This design comes from an exercise in tuning for small area, a short achievable clock period and few clock cycles on the open sky130 flow, not from production work. Where RTL was checked, it was by simulation tests only, not by an equivalence proof against the original. Power is estimated from default activity; no workload was simulated.

==> trial 50 <==
==> flow/design.v (excerpt) <==
module cvu (
    input  wire        clk,
    input  wire        rst,
    input  wire        req_valid,
    output wire        req_ready,
    input  wire        req_write,
    input  wire [5:0]  req_addr,     
    input  wire [31:0] req_wdata,
    output reg         rsp_valid,
    output reg  [31:0] rsp_rdata,
    output wire        irq
);
==> flow/config.mk <==
export PLATFORM = sky130hd
export DESIGN_NAME = cvu
export DESIGN_NICKNAME = cvu
export VERILOG_FILES = /design/flow/design.v
export SDC_FILE = /design/flow/constraint.sdc
export NUM_CORES = 4
export LEC_CHECK = 0
export CAP_MARGIN = 20
export CORE_MARGIN = 2
export CORE_UTILIZATION = 45
export SLEW_MARGIN = 20
==> flow/constraint.sdc <==
create_clock -name core_clock -period 25.0 [get_ports {clk}]
set_input_delay 5.0000 -clock core_clock [delete_from_list [all_inputs] [get_ports {clk}]]
set_output_delay 5.0000 -clock core_clock [all_outputs]
set_load 0.01 [all_outputs]
standard.sh (not shown) runs the stock make flow with config.mk's settings and CLKGATE_MAP_FILE= SYNTH_SCRIPT=/design/flow/synth_recipe.tcl, a recipe that flattens the netlist after the stock synthesis.
==> flow/flow/run.sh <==
#!/bin/bash
# Standard layout with a larger setup margin for timing repair, so the repair
# steps shorten the critical paths below the clock period instead of stopping
# as soon as the (loose) clock period is met. Constraints are unchanged.
set -euo pipefail
M=$(cat flow/margin.txt)
bash standard.sh SETUP_SLACK_MARGIN=$M finish > standard.log 2>&1
==> flow/flow/margin.txt <==
18.5
==> build 40: changes against trial 50 <==
--- a/flow/design.v
+++ b/flow/design.v
@@ -42,22 +42,25 @@
     reg [15:0] err_cnt;
     reg        st_match, st_mismatch, st_jump, st_repeat, st_cfg_err;
     reg [31:0] res_hi_latch;
     reg        rd_pend;
     reg [5:0]  rd_addr;
     reg        irq_q;
     assign irq       = irq_q;
     assign req_ready = rdy;
-    reg         m64;          
+    wire        m64   = width[6] | (width[5] & (|width[4:0]));
     reg  [5:0]  shamt;        
     reg         rst_q;        
     reg         lat_pend;     
     wire [63:0] wmask = {64{1'b1}} >> shamt;
-    reg  is_d8, is_d32, is_data, is_chk;
+    wire is_d8   = op_a == A_DATA8;
+    wire is_d32  = op_a == A_DATA32;
+    wire is_data = (op_a[5:2] == 4'b0011) & (op_a[1:0] != 2'b11);
+    wire is_chk  = op_a == A_RX_LO;
     wire cfg_ok  = (op_d[31:30] == 2'b00) &&
                    (op_d[6:0] >= 7'd3) && (op_d[6:0] <= 7'd64);
     wire is_pal  = (op_a == A_POLY_LO) | (op_a == A_POLY_HI) | ((op_a == A_CFG) & cfg_ok);
     wire is_rsi  = (op_a == A_INIT_LO) | (op_a == A_INIT_HI) | (op_a == A_XOR_LO) |
                    (op_a == A_XOR_HI) | ((op_a == A_CTRL) & op_d[0]);
     wire is_rst  = is_pal | is_rsi | is_chk;  
     wire stall   = (is_data & (pal_pend | rs_pend | hw1 | hw2)) | (is_chk & !res_v);
     wire first64 = is_d32 & m64 & !half;      
@@ -273,17 +276,16 @@
             res_v        <= 1'b0;
             hw1          <= 1'b0;
             hw2          <= 1'b0;
             alive_w      <= 2'd0;
             alive_step   <= 6'd1;
             refout       <= 1'b0;
             refin        <= 1'b0;
             width        <= 7'd32;
-            m64          <= 1'b0;
             shamt        <= 6'd32;
             poly         <= 64'd0;
             init         <= 64'd0;
             xorout       <= 64'd0;
             crc          <= 64'd0;
             pal          <= 64'd0;
             rx_hi        <= 32'd0;
             alive_rx     <= 16'd0;
@@ -301,35 +303,30 @@
             rdy     <= rdy_n;
             rs_pend <= rs_pend_n;
             pal_pend <= pal_pend_n;
             res_v   <= res_v_n;
             hw1     <= hw1_n;
             hw2     <= hw1;
             alive_w <= alive_w_n; alive_step <= alive_step_n; refout <= refout_n; refin <= refin_n;
             width <= width_n;
-            m64   <= nm64;
             if (op_run & (op_a == A_CFG) & cfg_ok) shamt <= 6'd0 - op_d[5:0]; poly <= poly_n; init <= init_n; xorout <= xorout_n;
             rx_hi <= rx_hi_n; alive_rx <= alive_rx_n; alive <= alive_n; err_cnt <= err_cnt_n;
             alive_seen <= alive_seen_n;
             st_match <= st_match_n; st_mismatch <= st_mismatch_n; st_jump <= st_jump_n;
             st_repeat <= st_repeat_n; st_cfg_err <= st_cfg_err_n;
             if (pal_pend)     pal <= sh_out;
             if (rs_now)       crc <= sh_out;
             else if (do_data) crc <= step_out;
         end
     end
     always @(posedge clk) begin
         rst_q <= rst;
         if (rdy) begin
-            op_a    <= req_addr;
-            is_d8   <= req_addr == A_DATA8;
-            is_d32  <= req_addr == A_DATA32;
-            is_data <= a_d;
-            is_chk  <= req_addr == A_RX_LO;
+            op_a <= req_addr;
             op_d <= cap_rev ? wrev : req_wdata;
         end else if (op_run & first64) begin
             op_d <= {16'd0, op_d[31:16]};
         end
         hinv  <= {h32, h16};
         res_q <= result;
         irq_q <= st_cfg_err_n | st_repeat_n | st_jump_n | st_mismatch_n;
     end
==> trial 2: changes against trial 50 <==
--- a/flow/design.v
+++ b/flow/design.v
@@ -42,22 +42,23 @@
     reg [15:0] err_cnt;
     reg        st_match, st_mismatch, st_jump, st_repeat, st_cfg_err;
     reg [31:0] res_hi_latch;
     reg        rd_pend;
     reg [5:0]  rd_addr;
     reg        irq_q;
     assign irq       = irq_q;
     assign req_ready = rdy;
-    reg         m64;          
-    reg  [5:0]  shamt;        
-    reg         rst_q;        
-    reg         lat_pend;     
+    wire        m64   = width[6] | (width[5] & (|width[4:0]));
+    wire [5:0]  shamt = 6'd0 - width[5:0];    
     wire [63:0] wmask = {64{1'b1}} >> shamt;
-    reg  is_d8, is_d32, is_data, is_chk;
+    wire is_d8   = op_a == A_DATA8;
+    wire is_d32  = op_a == A_DATA32;
+    wire is_data = (op_a[5:2] == 4'b0011) & (op_a[1:0] != 2'b11);
+    wire is_chk  = op_a == A_RX_LO;
     wire cfg_ok  = (op_d[31:30] == 2'b00) &&
                    (op_d[6:0] >= 7'd3) && (op_d[6:0] <= 7'd64);
     wire is_pal  = (op_a == A_POLY_LO) | (op_a == A_POLY_HI) | ((op_a == A_CFG) & cfg_ok);
     wire is_rsi  = (op_a == A_INIT_LO) | (op_a == A_INIT_HI) | (op_a == A_XOR_LO) |
                    (op_a == A_XOR_HI) | ((op_a == A_CTRL) & op_d[0]);
     wire is_rst  = is_pal | is_rsi | is_chk;  
     wire stall   = (is_data & (pal_pend | rs_pend | hw1 | hw2)) | (is_chk & !res_v);
     wire first64 = is_d32 & m64 & !half;      
@@ -79,17 +80,17 @@
     wire [63:0] sh_out = sh_in << shamt;
     reg  [63:0] sh_rev;
     always @(*) begin
         for (i = 0; i < 64; i = i + 1) sh_rev[i] = sh_out[63-i];
     end
     wire [63:0] result = ((refout ? crc_rev : sh_rev) ^ xorout) & wmask;
     wire [63:0] xin = is_d8 ? {8'd0, crc[63:8]} : crc;
     wire [31:0] dd  = is_d8 ? {16'd0, op_d[7:0], 8'd0} :
-                      op_d;    
+                      (half ? {16'd0, op_d[31:16]} : op_d);
     reg  [31:0] e;
     always @(*) begin
         for (k = 0; k < 32; k = k + 1)
             e[k] = xin[63-k] ^ dd[k];
     end
     reg [31:0] q;
     always @(*) begin
         for (k = 0; k < 32; k = k + 1) begin
@@ -249,42 +250,37 @@
                 wrev[8*bb + jj] = req_wdata[8*bb + 7 - jj];
     end
     wire cap_rev = (req_addr[5:2] == 4'b0011) & !refin_n;
     wire       pal_pend_n = op_run & is_pal;
     wire       rs_pend_n  = (op_run & is_rst) | (rs_pend & pal_pend);
     wire       hw1_n      = pal_pend;
     wire       res_v_n    = res_ld & !res_chg & !rs_pend_n;
     wire       nv    = wr_acc | (op_v & !op_done);
+    wire [5:0] na    = wr_acc ? req_addr : op_a;
     wire       nhalf = op_run & is_d32 & first64;
     wire       nm64  = width_n[6] | (width_n[5] & (|width_n[4:0]));
-    wire       dblk  = pal_pend_n | rs_pend_n | hw1_n | hw1;
-    wire       a_d   = (req_addr[5:2] == 4'b0011) & (req_addr[1:0] != 2'b11);
-    wire       rdy_acc  = !(a_d & dblk) & !((req_addr == A_RX_LO) & !res_v_n) &
-                          !((req_addr == A_DATA32) & nm64);
-    wire       rdy_hold = !(op_v & !op_done) |
-                          (!((is_data & dblk) | (is_chk & !res_v_n)) & !(is_d32 & nm64 & !nhalf));
-    wire       rdy_n = (req_valid & req_write & rdy) ? rdy_acc : rdy_hold;
+    wire       nd    = (na[5:2] == 4'b0011) & (na[1:0] != 2'b11);
+    wire       nstall = (nd & (pal_pend_n | rs_pend_n | hw1_n | hw1)) | ((na == A_RX_LO) & !res_v_n);
+    wire       rdy_n = !nv | (!nstall & !((na == A_DATA32) & nm64 & !nhalf));
     always @(posedge clk) begin
-        if (rst_q) begin
+        if (rst) begin
             op_v         <= 1'b0;
             half         <= 1'b0;
             rdy          <= 1'b1;
             rs_pend      <= 1'b0;
             pal_pend     <= 1'b0;
             res_v        <= 1'b0;
             hw1          <= 1'b0;
             hw2          <= 1'b0;
             alive_w      <= 2'd0;
             alive_step   <= 6'd1;
             refout       <= 1'b0;
             refin        <= 1'b0;
             width        <= 7'd32;
-            m64          <= 1'b0;
-            shamt        <= 6'd32;
             poly         <= 64'd0;
             init         <= 64'd0;
             xorout       <= 64'd0;
             crc          <= 64'd0;
             pal          <= 64'd0;
             rx_hi        <= 32'd0;
             alive_rx     <= 16'd0;
             alive        <= 16'd0;
@@ -300,54 +296,43 @@
             half    <= nhalf;
             rdy     <= rdy_n;
             rs_pend <= rs_pend_n;
             pal_pend <= pal_pend_n;
             res_v   <= res_v_n;
             hw1     <= hw1_n;
             hw2     <= hw1;
             alive_w <= alive_w_n; alive_step <= alive_step_n; refout <= refout_n; refin <= refin_n;
-            width <= width_n;
-            m64   <= nm64;
-            if (op_run & (op_a == A_CFG) & cfg_ok) shamt <= 6'd0 - op_d[5:0]; poly <= poly_n; init <= init_n; xorout <= xorout_n;
+            width <= width_n; poly <= poly_n; init <= init_n; xorout <= xorout_n;
             rx_hi <= rx_hi_n; alive_rx <= alive_rx_n; alive <= alive_n; err_cnt <= err_cnt_n;
             alive_seen <= alive_seen_n;
             st_match <= st_match_n; st_mismatch <= st_mismatch_n; st_jump <= st_jump_n;
             st_repeat <= st_repeat_n; st_cfg_err <= st_cfg_err_n;
             if (pal_pend)     pal <= sh_out;
             if (rs_now)       crc <= sh_out;
             else if (do_data) crc <= step_out;
         end
     end
     always @(posedge clk) begin
-        rst_q <= rst;
         if (rdy) begin
-            op_a    <= req_addr;
-            is_d8   <= req_addr == A_DATA8;
-            is_d32  <= req_addr == A_DATA32;
-            is_data <= a_d;
-            is_chk  <= req_addr == A_RX_LO;
+            op_a <= req_addr;
             op_d <= cap_rev ? wrev : req_wdata;
-        end else if (op_run & first64) begin
-            op_d <= {16'd0, op_d[31:16]};
         end
         hinv  <= {h32, h16};
         res_q <= result;
         irq_q <= st_cfg_err_n | st_repeat_n | st_jump_n | st_mismatch_n;
     end
     wire safe_op = (op_a == A_STATUS) || (op_a == A_ERRCNT) || (op_a == A_ALIVERX) ||
                    (op_a == A_RX_HI) || (op_a == 6'h0A) || (op_a == 6'h0B) || (op_a == 6'h0F) ||
                    (op_a >= 6'h16) || (op_a == A_RES_LO) || (op_a == A_RES_HI) ||
                    (op_a == A_ALIVE) || ((op_a == A_CTRL) & !op_d[0]) ||
                    ((op_a == A_CFG) & !cfg_ok);
     wire rd_res  = req_addr == A_RES_LO;
     wire res_ok  = res_v & !res_chg;
-    wire slow_r  = (op_done & !safe_op) | !res_ok;                      
-    wire slow_o  = op_done & !safe_op & !(is_chk | is_data);            
-    wire rd_slow = rd_acc & (rd_res ? slow_r : slow_o);
+    wire rd_slow = rd_acc & ((op_done & !safe_op & !((is_chk | is_data) & !rd_res)) | (rd_res & !res_ok));
     wire pend_go = rd_pend & ((rd_addr != A_RES_LO) | res_v);
     wire rd_go   = (rd_acc & !rd_slow) | pend_go;
     wire [5:0] ra = rd_pend ? rd_addr : req_addr;
     reg [31:0] rd_val;
     always @(*) begin
         case (ra)
             A_CFG:     rd_val = {8'd0, alive_w, alive_step, 6'd0, refout, refin, 1'b0, width};
             A_STATUS:  rd_val = {27'd0, st_cfg_err_n, st_repeat_n, st_jump_n, st_mismatch_n, st_match_n};
@@ -366,22 +351,20 @@
         if (ra[5:2] == 4'b0001 || ra[5:1] == 5'b00100)
             rd_val = rd_val & (ra[0] ? wmask[63:32] : wmask[31:0]);
     end
     always @(posedge clk) begin
         rsp_rdata <= rd_val;
         if (!rd_pend) rd_addr <= req_addr;
     end
     always @(posedge clk) begin
-        if (rst_q) begin
+        if (rst) begin
             rsp_valid    <= 1'b0;
             res_hi_latch <= 32'd0;
             rd_pend      <= 1'b0;
-            lat_pend     <= 1'b0;
         end else begin
             rsp_valid <= rd_go;
             rd_pend   <= rd_slow | (rd_pend & !pend_go);
-            lat_pend  <= rd_go & (ra == A_RES_LO);
-            if (lat_pend)
+            if (rd_go && ra == A_RES_LO)
                 res_hi_latch <= res_q[63:32];
         end
     end
 endmodule
==> comparison table <==
| quantity | trial 50 | trial 2 | build 40 |
|---|---|---|---|
| Total area of multi-input combinational cells | 0.0466 mm² | 0.0485 mm² | 0.0467 mm² |
| Area of all placed cells without fillers | 0.0693 mm² | 0.0710 mm² | 0.0698 mm² |
| Synthesized-area fraction occupied by and/or/nand/nor cells | 0.218 | 0.212 | 0.222 |
| Xor and xnor area share after synthesis | 0.271 | 0.270 | 0.258 |
| Status | complete, no violations | complete, no violations | complete, no violations |
| Starting Density | 0.452 | 0.453 | 0.452 |
| Clock period minus worst slack | 6.51 ns | 6.85 ns | 6.60 ns |
| Post-synthesis instance area | 0.0629 mm² | 0.0640 mm² | 0.0628 mm² |
| Grt met1 use | 0.556 | 0.548 | 0.587 |
| Chip Height | 378 µm | 381 µm | 378 µm |
| Number of fill cells | 13900 | 13900 | 13800 |
| Worst Tran Pin Value | 1.31 ns | 1.37 ns | 1.34 ns |
| Fmax achieved | 154 MHz | 146 MHz | 152 MHz |
| Cell with the most instances on the worst path | sky130_fd_sc_hd__nor2_1 | sky130_fd_sc_hd__buf_12 | sky130_fd_sc_hd__xnor2_1 |
| Post-Syn Instances | 8727 | 8797 | 8820 |
| Power drawn by the sequential cells | 1.07 mW | 1.04 mW | 1.06 mW |
| Power in combinational cells | 0.417 mW | 0.392 mW | 0.390 mW |
| Placement Setup Slack | 15.96 ns | 16.43 ns | 16.28 ns |
| R2r startpoint | shamt[3] | op_a[1] | op_a[0] |
| Seq_cells | 650 | 637 | 645 |
| Critical Path Slowest Stage Cell | sky130_fd_sc_hd__nor2_1 | sky130_fd_sc_hd__or4b_4 | sky130_fd_sc_hd__xnor3_2 |
| Critical Path Max Stage Delay | 0.83 ns | 0.53 ns | 0.67 ns |
| Data arrival time of the worst path | 7.14 ns | 7.44 ns | 7.24 ns |
| Total number of cells along the worst setup path | 15 | 13 | 18 |
| Die span in x | 378 µm | 381 µm | 378 µm |
Testbench counts of trial 50, summed over its fixed seeds: cycles 47,925.
Testbench counts of build 40, summed over its fixed seeds: cycles 47,925.
The RTL of trial 2 was laid out without a check of its function.

## afterwards: timing with drivers on the ports
The flow's constraints put no driver on any port. The routed layouts listed below were extracted and timed again, unchanged, in two steps. Step 1 sets driving cells, clkbuf_16 on the clock port and buf_2 on the other inputs (assumed; they add their load-dependent delay and slew). Step 2 times the ports against the registers' clock, not the clock port: input delays grow and output delays shrink by t, the midpoint of the rising clock arrivals with the driver on. a / b / c = ideal ports / drivers / drivers and shift; a / b = the first two.
run	t, ns	setup WS [ns]	hold WS [ns]	slew at the worst register clock pin (ns)
trial 50	0.779	18.488 / 18.436 / 17.741	0.467 / 0.467 / 0.467	0.08 / 0.08
build 40	0.798	18.402 / 18.402 / 17.661	0.467 / 0.467 / 0.467	0.07 / 0.07
trial 2	0.782	18.145 / 18.182 / 17.400	0.459 / 0.459 / 0.459	0.07 / 0.07
After both steps every run listed still meets setup and hold. The setup slack of trial 50, which loses most, moves by -0.052 ns with the drivers and by -0.747 ns with both steps.
